Source: an optimization exercise on an open RTL-to-GDS flow (aim: small area, a short achievable clock period and few clock cycles per item). Production flows keep margins and buffers that such runs may drop. Only simulation tests tie the RTL to the original design; equivalence was not proved.

## aes_dp
module aes_dp (
  input  wire         clk,
  input  wire         rst,         
  input  wire         in_valid,
  output wire         in_ready,
  input  wire [1:0]   in_op,       
  input  wire         in_key256,   
  input  wire [255:0] in_key,
  input  wire [127:0] in_data,
  output reg          out_valid,
  output wire [127:0] out_data
);
Size: ~11,000 cells after synthesis, ~1,100 flip-flops, roughly 520 I/O pins, about 96,000 um^2 of cells after synthesis.
clock: 12.0 ns
lec_check: 0
cap_margin: 20
core_margin: 2
core_utilization: 60
cts_cluster_diameter: 80
cts_cluster_size: 30
place_density: 0.7
slew_margin: 40
standard.sh (not shown) runs the stock make flow with config.mk's settings and CLKGATE_MAP_FILE= SYNTH_SCRIPT=/design/flow/synth_recipe.tcl, a recipe that flattens the netlist after the stock synthesis.
==> flow/flow/run.sh <==
#!/bin/bash
# The standard layout (the standard.sh: standard synthesis, floorplan,
# placement, CTS, routing) with two changes to how it is made:
# - repair_timing is asked to keep a larger setup margin, so that it sizes
#   and buffers the longest paths further;
# - the buffer that every input and output port gets is a buf_1 rather than
#   the cell buffer_ports picks by default (a delay buffer).
set -euo pipefail
bash standard.sh SETUP_SLACK_MARGIN=7.4 "BUFFER_PORTS_ARGS=-buffer_cell sky130_fd_sc_hd__buf_1" finish > standard.log 2>&1
The first run finished clean.
Testbench counts at the start, summed over its fixed seeds: cycles 22,591, blocks 1,732.
Then changed:
--- a/flow/flow/run.sh
+++ b/flow/flow/run.sh
@@ -3 +3,3 @@
-# placement, CTS, routing) with two changes to how it is made:
+# placement, CTS, routing) with three changes to how it is made:
+# - the buffers synthesis inserted are removed before placement (the
+#   resizer buffers the design itself);
@@ -9 +11 @@
-bash standard.sh SETUP_SLACK_MARGIN=7.4 "BUFFER_PORTS_ARGS=-buffer_cell sky130_fd_sc_hd__buf_1" finish > standard.log 2>&1
+bash standard.sh SETUP_SLACK_MARGIN=7.4 REMOVE_ABC_BUFFERS=1 "BUFFER_PORTS_ARGS=-buffer_cell sky130_fd_sc_hd__buf_1" finish > standard.log 2>&1
CORE_UTILIZATION = 55   (was 60)
PLACE_DENSITY = 0.65   (was 0.7)
The new run produced a clean layout.
Synthesized area is unchanged.
Routed wire length goes down by 1.9%.
Count of clock-buffer cells in the layout went up by 16.
Global-route usage drops by 4.9 points.
Worst setup slack gets better by 0.12 ns.
Cell area is higher by 2.3%.
First-iteration DRC count shrinks by about 18%.
Sequential share of layout area went down by 0.45 points.

Another version of the RTL of aes_dp (not shown whole).
For scale: ~12000 cells after synthesis, roughly 1200 flip-flops.
export LEC_CHECK = 0
export CAP_MARGIN = 20
export CORE_MARGIN = 2
export CORE_UTILIZATION = 50
export PLACE_DENSITY = 0.6
export SLEW_MARGIN = 40
export TNS_END_PERCENT = 0
create_clock -name core_clock -period 12.0 [get_ports {clk}]
==> flow/flow/run.sh <==
#!/bin/bash
# The standard layout (the standard.sh: standard synthesis, floorplan,
# placement, CTS, routing) with two changes to how it is made:
# - repair_timing is asked to keep a larger setup margin, so that it sizes
#   and buffers the longest paths further;
# - the buffer that every input and output port gets is a buf_2 rather than
#   the cell buffer_ports picks by default (a delay buffer).
set -euo pipefail
bash standard.sh SETUP_SLACK_MARGIN=7.5 "BUFFER_PORTS_ARGS=-buffer_cell sky130_fd_sc_hd__buf_2" finish > standard.log 2>&1
The starting point passed the timing, DRC and antenna checks.
Testbench counts at the start, summed over its fixed seeds: cycles 22,591, blocks 1,732.
==> next run, changes <==
==> flow/flow/run.sh (replaced) <==
#!/bin/bash
# The standard layout (the standard.sh: standard synthesis, floorplan,
# placement, CTS, routing) with two changes to how it is made:
# - repair_timing is asked to keep a larger setup margin, so that it sizes
#   and buffers the longest paths further;
# - the buffer that every input and output port gets is a buf_1 rather than
#   the cell buffer_ports picks by default (a delay buffer).
set -euo pipefail
bash standard.sh SETUP_SLACK_MARGIN=7.5 "BUFFER_PORTS_ARGS=-buffer_cell sky130_fd_sc_hd__buf_1" finish > standard.log 2>&1
--- a/flow/config.mk
+++ b/flow/config.mk
@@ -12,2 +12 @@
 export SLEW_MARGIN = 40
-export TNS_END_PERCENT = 0
What happened:
- The new run finished clean
- wire length stays flat
- critical path depth grows by 4
- final cell count grows by 0.40%
- worst setup slack improves by 0.062 ns
- cell area grows by 0.76%
- die area is unchanged
- via count shrinks by 0.38%
==> next run, changes <==
--- a/flow/flow/run.sh
+++ b/flow/flow/run.sh
@@ -8,2 +8,2 @@
 set -euo pipefail
-bash standard.sh SETUP_SLACK_MARGIN=7.5 "BUFFER_PORTS_ARGS=-buffer_cell sky130_fd_sc_hd__buf_1" finish > standard.log 2>&1
+bash standard.sh SETUP_SLACK_MARGIN=7.7 "BUFFER_PORTS_ARGS=-buffer_cell sky130_fd_sc_hd__buf_1" finish > standard.log 2>&1
After rerunning:
- The new run finished clean
- clock-buffer cell count rose by 4
- final area is higher by 3.9%
- synthesized cell count is unchanged
- fmax goes up by 2.2%
==> next run, changes <==
==> flow/flow/run.sh (replaced) <==
#!/bin/bash
# The standard layout (the standard.sh: standard synthesis, floorplan,
# placement, CTS, routing) with repair_timing asked to keep a larger setup
# margin, so that it sizes and buffers the longest paths further.
set -euo pipefail
bash standard.sh SETUP_SLACK_MARGIN=7.5 finish > standard.log 2>&1
--- a/flow/config.mk
+++ b/flow/config.mk
@@ -11,2 +11,2 @@
 export PLACE_DENSITY = 0.6
-export SLEW_MARGIN = 40
+export SLEW_MARGIN = 20
- wire length falls by 3.5%
- non-clock buffer count drops by 265
- final cell count shrinks by about 1.8%
- global-route usage goes down by 1.4 points
- via count drops by about 1.7%
==> next run, changes <==
==> flow/flow/run.sh (replaced) <==
#!/bin/bash
# The standard layout (the standard.sh: standard synthesis, floorplan,
# placement, CTS, routing) with two changes to how it is made:
# - repair_timing is asked to keep a larger setup margin, so that it sizes
#   and buffers the longest paths further;
# - the buffer that every input and output port gets is a buf_2 rather than
#   the cell buffer_ports picks by default (a delay buffer).
set -euo pipefail
bash standard.sh SETUP_SLACK_MARGIN=7.5 "BUFFER_PORTS_ARGS=-buffer_cell sky130_fd_sc_hd__buf_2" finish > standard.log 2>&1
What happened: The changed run completed and failed the layout checks on slew limit. Setup slack gets worse by 0.020 ns. First-iteration DRC count rose slightly. Register-to-register slack got worse by 0.02 ns. Routed wire length came out higher slightly. Final area shrinks slightly. Core utilization shrinks by 0.94 points.

aes_dp, a different RTL version from the one above (not shown whole).
For scale: ~11,000 cells after synthesis, ~1,200 flip-flops, roughly 520 I/O pins, ~0.10 mm² of cells after synthesis.
Settings: LEC_CHECK=0, CAP_MARGIN=20, CORE_MARGIN=2, CORE_UTILIZATION=50, PLACE_DENSITY=0.6, SLEW_MARGIN=20; clock period 12.0 ns.
==> flow/flow/run.sh <==
#!/bin/bash
# The standard layout (the standard.sh: standard synthesis, floorplan,
# placement, CTS, routing) with repair_timing asked to keep a larger setup
# margin, so that it sizes and buffers the longest paths further.
set -euo pipefail
bash standard.sh SETUP_SLACK_MARGIN=8.0 finish > standard.log 2>&1
Testbench counts at the start, summed over its fixed seeds: cycles 24,681, blocks 1,732.
==> next run, changes <==
--- a/flow/flow/run.sh
+++ b/flow/flow/run.sh
@@ -5,2 +5,2 @@
 set -euo pipefail
-bash standard.sh SETUP_SLACK_MARGIN=8.0 finish > standard.log 2>&1
+bash standard.sh SETUP_SLACK_MARGIN=7.5 finish > standard.log 2>&1
=> The changed run ran to the end with no violations; global-route usage drops by 1.3 points; die area does not change; via count drops by 5.1%; register-to-register slack got worse by 350 ps; core utilization drops by 6.7 points; final cell count drops by 4.6%; cell area drops by 10%; routed wire length drops by 4.9%.

Setup of run A:
aes_dp with an RTL version that a note above also has.
export LEC_CHECK = 0
export CAP_MARGIN = 20
export CORE_MARGIN = 2
export CORE_UTILIZATION = 50
export CTS_CLUSTER_DIAMETER = 70
export CTS_CLUSTER_SIZE = 35
export PLACE_DENSITY = 0.6
export SLEW_MARGIN = 40
create_clock -name core_clock -period 12.0 [get_ports {clk}]
==> flow/flow/run.sh <==
#!/bin/bash
# The standard layout (the standard.sh: standard synthesis, floorplan,
# placement, CTS, routing) with two changes to how it is made:
# - repair_timing is asked to keep a larger setup margin, so that it sizes
#   and buffers the longest paths further;
# - the buffer that every input and output port gets is a buf_1 rather than
#   the cell buffer_ports picks by default (a delay buffer).
set -euo pipefail
bash standard.sh SETUP_SLACK_MARGIN=7.5 "BUFFER_PORTS_ARGS=-buffer_cell sky130_fd_sc_hd__buf_1" finish > standard.log 2>&1
Testbench counts of run A, summed over its fixed seeds: cycles 22,591, blocks 1,732.
Changes in run B relative to run A:
- CTS_CLUSTER_SIZE: 35 -> 30
- CORE_UTILIZATION: 50 -> 55
- CTS_CLUSTER_DIAMETER: 70 -> 80
-- flow/flow/run.sh --
<<< run A, line 9
bash standard.sh SETUP_SLACK_MARGIN=7.5 "BUFFER_PORTS_ARGS=-buffer_cell sky130_fd_sc_hd__buf_1" finish > standard.log 2>&1
>>> run B, line 9
bash standard.sh SETUP_SLACK_MARGIN=7.4 "BUFFER_PORTS_ARGS=-buffer_cell sky130_fd_sc_hd__buf_1" finish > standard.log 2>&1
Results
Final cell area: run B below run A. Summary: time the worst path needs with I/O delays and setup, run B worse than run A. Run B against run A: non-clock buffer total of the final layout saw a decrease, global routing usage on met3 saw an increase, initial antenna violation count saw a decrease, via count saw a decrease. Count of clock-buffer cells in the layout delta for run B relative to run A: 32 lower. Run B vs. run A: required time of the critical path decreased by 0.20 ns relative to the old numbers.
Modified inputs, run C compared to run B
- CORE_UTILIZATION: 55 -> 50
-- flow/flow/run.sh --
<<< run B, line 9
bash standard.sh SETUP_SLACK_MARGIN=7.4 "BUFFER_PORTS_ARGS=-buffer_cell sky130_fd_sc_hd__buf_1" finish > standard.log 2>&1
>>> run C, line 9
bash standard.sh SETUP_SLACK_MARGIN=7.5 "BUFFER_PORTS_ARGS=-buffer_cell sky130_fd_sc_hd__buf_1" finish > standard.log 2>&1
### Flow results
- Run C against run B; multi-input combinational cell area is up slightly.
- Re fraction of registers with async set/reset: no difference whatsoever between run B and run C.
- Run C vs. run B: core outline area +9.6%; global-route total usage across every layer dropped 2.9 points.
Relative to run C, the following input files were edited for run D:
-- flow/flow/run.sh --
<<< run C, line 9
bash standard.sh SETUP_SLACK_MARGIN=7.5 "BUFFER_PORTS_ARGS=-buffer_cell sky130_fd_sc_hd__buf_1" finish > standard.log 2>&1
>>> run D, line 9
bash standard.sh SETUP_SLACK_MARGIN=7.4 "BUFFER_PORTS_ARGS=-buffer_cell sky130_fd_sc_hd__buf_1" finish > standard.log 2>&1
==> comparison <==
A termination of the worst setup path of rb[168] is what run D shows, while rb[96] belongs to run C. Across both runs, synthesis-to-layout area growth was lower for run D than for run C. In run D relative to run C, first-pass GRT wire length had gone down slightly. Summary of run D over run C: met2 wirelength from detailed routing fell 1.3%; finished layout cell area fell about 2%; number of diodes fell 3. Final cell count without fillers of run D falls short of that of run C slightly. Worst setup slack: run D lower than run C.

Setup of zinc:
aes_dp again, from the RTL that the note above started with.
==> flow/design.v (excerpt) <==
module aes_dp (
  input  wire         clk,
  input  wire         rst,         
  input  wire         in_valid,
  output wire         in_ready,
  input  wire [1:0]   in_op,       
  input  wire         in_key256,   
  input  wire [255:0] in_key,
  input  wire [127:0] in_data,
  output reg          out_valid,
  output wire [127:0] out_data
);
  function automatic [7:0] xt(input [7:0] b);
    xt = {b[6:0], 1'b0} ^ (b[7] ? 8'h1b : 8'h00);
  endfunction
  function automatic [31:0] mix_col(input [31:0] c);
    reg [7:0] a0, a1, a2, a3;
    begin
      a0 = c[31:24]; a1 = c[23:16]; a2 = c[15:8]; a3 = c[7:0];
      mix_col[31:24] = xt(a0 ^ a1) ^ a1 ^ a2 ^ a3;
      mix_col[23:16] = xt(a1 ^ a2) ^ a2 ^ a3 ^ a0;
      mix_col[15:8]  = xt(a2 ^ a3) ^ a3 ^ a0 ^ a1;
      mix_col[7:0]   = xt(a3 ^ a0) ^ a0 ^ a1 ^ a2;
    end
  endfunction
  function automatic [31:0] pre_col(input [31:0] c);
    reg [7:0] a0, a1, a2, a3, u, v;
    begin
      a0 = c[31:24]; a1 = c[23:16]; a2 = c[15:8]; a3 = c[7:0];
      u = xt(xt(a0 ^ a2));
      v = xt(xt(a1 ^ a3));
      pre_col = {a0 ^ u, a1 ^ v, a2 ^ u, a3 ^ v};
    end
  endfunction
  function automatic [7:0] rcon_of(input [3:0] n);
    case (n)
      4'd1:  rcon_of = 8'h01;
      4'd2:  rcon_of = 8'h02;
      4'd3:  rcon_of = 8'h04;
      4'd4:  rcon_of = 8'h08;
      4'd5:  rcon_of = 8'h10;
      4'd6:  rcon_of = 8'h20;
      4'd7:  rcon_of = 8'h40;
      4'd8:  rcon_of = 8'h80;
      4'd9:  rcon_of = 8'h1b;
      4'd10: rcon_of = 8'h36;
  ...
==> flow/config.mk <==
export PLATFORM = sky130hd
export DESIGN_NAME = aes_dp
export DESIGN_NICKNAME = aes_dp
export VERILOG_FILES = /design/flow/design.v
export SDC_FILE = /design/flow/constraint.sdc
export NUM_CORES = 8
export LEC_CHECK = 0
export CAP_MARGIN = 20
export CORE_MARGIN = 2
export CORE_UTILIZATION = 55
export PLACE_DENSITY = 0.65
export SLEW_MARGIN = 40
==> flow/constraint.sdc <==
create_clock -name core_clock -period 12.0 [get_ports {clk}]
set_input_delay 2.4000 -clock core_clock [delete_from_list [all_inputs] [get_ports {clk}]]
set_output_delay 2.4000 -clock core_clock [all_outputs]
set_load 0.01 [all_outputs]
==> flow/flow/run.sh <==
#!/bin/bash
# The standard layout (the standard.sh: standard synthesis, floorplan,
# placement, CTS, routing) with two changes to how it is made:
# - repair_timing is asked to keep a larger setup margin, so that it sizes
#   and buffers the longest paths further;
# - the buffer that every input and output port gets is a buf_1 rather than
#   the cell buffer_ports picks by default (a delay buffer).
set -euo pipefail
bash standard.sh SETUP_SLACK_MARGIN=7.4 "BUFFER_PORTS_ARGS=-buffer_cell sky130_fd_sc_hd__buf_1" finish > standard.log 2>&1
Testbench counts of zinc, summed over its fixed seeds: cycles 22,591, blocks 1,732.
--- input diff zinc..quartz ---
- an added CTS_CLUSTER_SIZE of 30
- an added CTS_CLUSTER_DIAMETER of 80
--- a/flow/flow/run.sh
+++ b/flow/flow/run.sh
@@ -7,3 +7,3 @@
 #   the cell buffer_ports picks by default (a delay buffer).
 set -euo pipefail
-bash standard.sh SETUP_SLACK_MARGIN=7.4 "BUFFER_PORTS_ARGS=-buffer_cell sky130_fd_sc_hd__buf_1" finish > standard.log 2>&1
+bash standard.sh SETUP_SLACK_MARGIN=7.3 "BUFFER_PORTS_ARGS=-buffer_cell sky130_fd_sc_hd__buf_1" finish > standard.log 2>&1
==> run notes <==
Compared zinc against quartz; routed length on met3 within noise. Lower final cell count among zinc and quartz: quartz. quartz -> zinc: cell area after technology mapping delta 0, exact match. Compared with zinc, quartz shows a count of buffers added by post-CTS timing repair for setup that is 12% lower. The share of synthesized cell area in and, or, nand and nor gates on zinc is in line with that on quartz. [quartz] final area fell 2400 µm² relative to zinc. In quartz, the clock-buffer cell count came out 53% below the value in zinc.
The following lists how maple was set up differently from quartz:
- PLACE_DENSITY now 0.6, was 0.65
- CTS_CLUSTER_DIAMETER no longer set, was 80
- CTS_CLUSTER_SIZE no longer set, was 30
- CORE_UTILIZATION now 50, was 55
--- a/flow/flow/run.sh
+++ b/flow/flow/run.sh
@@ -7,3 +7,3 @@
 #   the cell buffer_ports picks by default (a delay buffer).
 set -euo pipefail
-bash standard.sh SETUP_SLACK_MARGIN=7.3 "BUFFER_PORTS_ARGS=-buffer_cell sky130_fd_sc_hd__buf_1" finish > standard.log 2>&1
+bash standard.sh SETUP_SLACK_MARGIN=7.5 "BUFFER_PORTS_ARGS=-buffer_cell sky130_fd_sc_hd__buf_1" finish > standard.log 2>&1
[summary]
Measured against each other, quartz and maple differ in non-clock buffer count, the lower figure coming from quartz. Initial standard-cell utilization of the core (lower): maple. Compared with quartz, maple shows number of standard cells in the final layout excluding fillers that has gone up by a few percent. As of maple, summed area of non-filler cells in the final layout had risen by a few percent compared to quartz. For maple, the cell at the slowest stage of the critical path was sky130_fd_sc_hd__a22oi_1, unlike quartz, where it was sky130_fd_sc_hd__a21oi_1. maple: flow completed, timing, DRC and antenna clean. maple against quartz: multi-input combinational cell count held steady.

-- what the ideal ports hide --
Ports are ideal in the flow. The routed layouts listed here were re-timed in OpenROAD. Step 1: set_driving_cell puts a clkbuf_16 on clk and a buf_2 on each other input, an assumption about the parent block. Step 2 adds t to the input delays and takes it off the output delays; t is the mean of the earliest and latest rising clock arrival at the registers after step 1. Input paths then give back, and output paths get back, about the clock's delay inside the block. a / b / c = no drivers / after step 1 / after step 2; a / b = the first two.
run	t, ns	setup slack, ns	hold WS [ns]
the first run of note 1	0.836	7.113 / 7.113 / 6.967	0.336 / 0.336 / 0.336
the second run of note 1	0.875	7.228 / 7.228 / 6.662	0.339 / 0.339 / 0.339
the first run of note 2	0.932	7.355 / 7.355 / 6.924	0.327 / 0.327 / 0.327
the second run of note 2	0.926	7.416 / 7.416 / 6.893	0.330 / 0.330 / 0.330
the third run of note 2	0.929	7.513 / 7.513 / 6.879	0.319 / 0.319 / 0.319
the fourth run of note 2	0.917	7.502 / 7.409 / 6.721	0.323 / 0.323 / 0.323
the fifth run of note 2	0.917	7.482 / 7.482 / 6.770	0.325 / 0.325 / 0.325
the first run of note 3	0.928	7.788 / 7.788 / 7.205	0.409 / 0.409 / 0.409
the second run of note 3	0.946	7.437 / 7.437 / 6.725	0.418 / 0.418 / 0.418
run A	0.887	7.392 / 7.392 / 6.767	0.327 / 0.327 / 0.327
run B	0.865	7.383 / 7.383 / 6.926	0.317 / 0.317 / 0.317
run C	0.883	7.326 / 7.326 / 6.791	0.328 / 0.328 / 0.328
run D	0.904	7.309 / 7.309 / 6.838	0.337 / 0.337 / 0.337
zinc	0.907	7.311 / 7.311 / 6.705	0.322 / 0.322 / 0.322
quartz	0.876	7.191 / 7.191 / 6.670	0.332 / 0.332 / 0.332
maple	0.919	7.403 / 7.403 / 6.807	0.327 / 0.327 / 0.327
For the fourth run of note 2, which loses most, drivers alone change the setup slack by -0.093 ns; drivers and shift together by -0.781 ns.
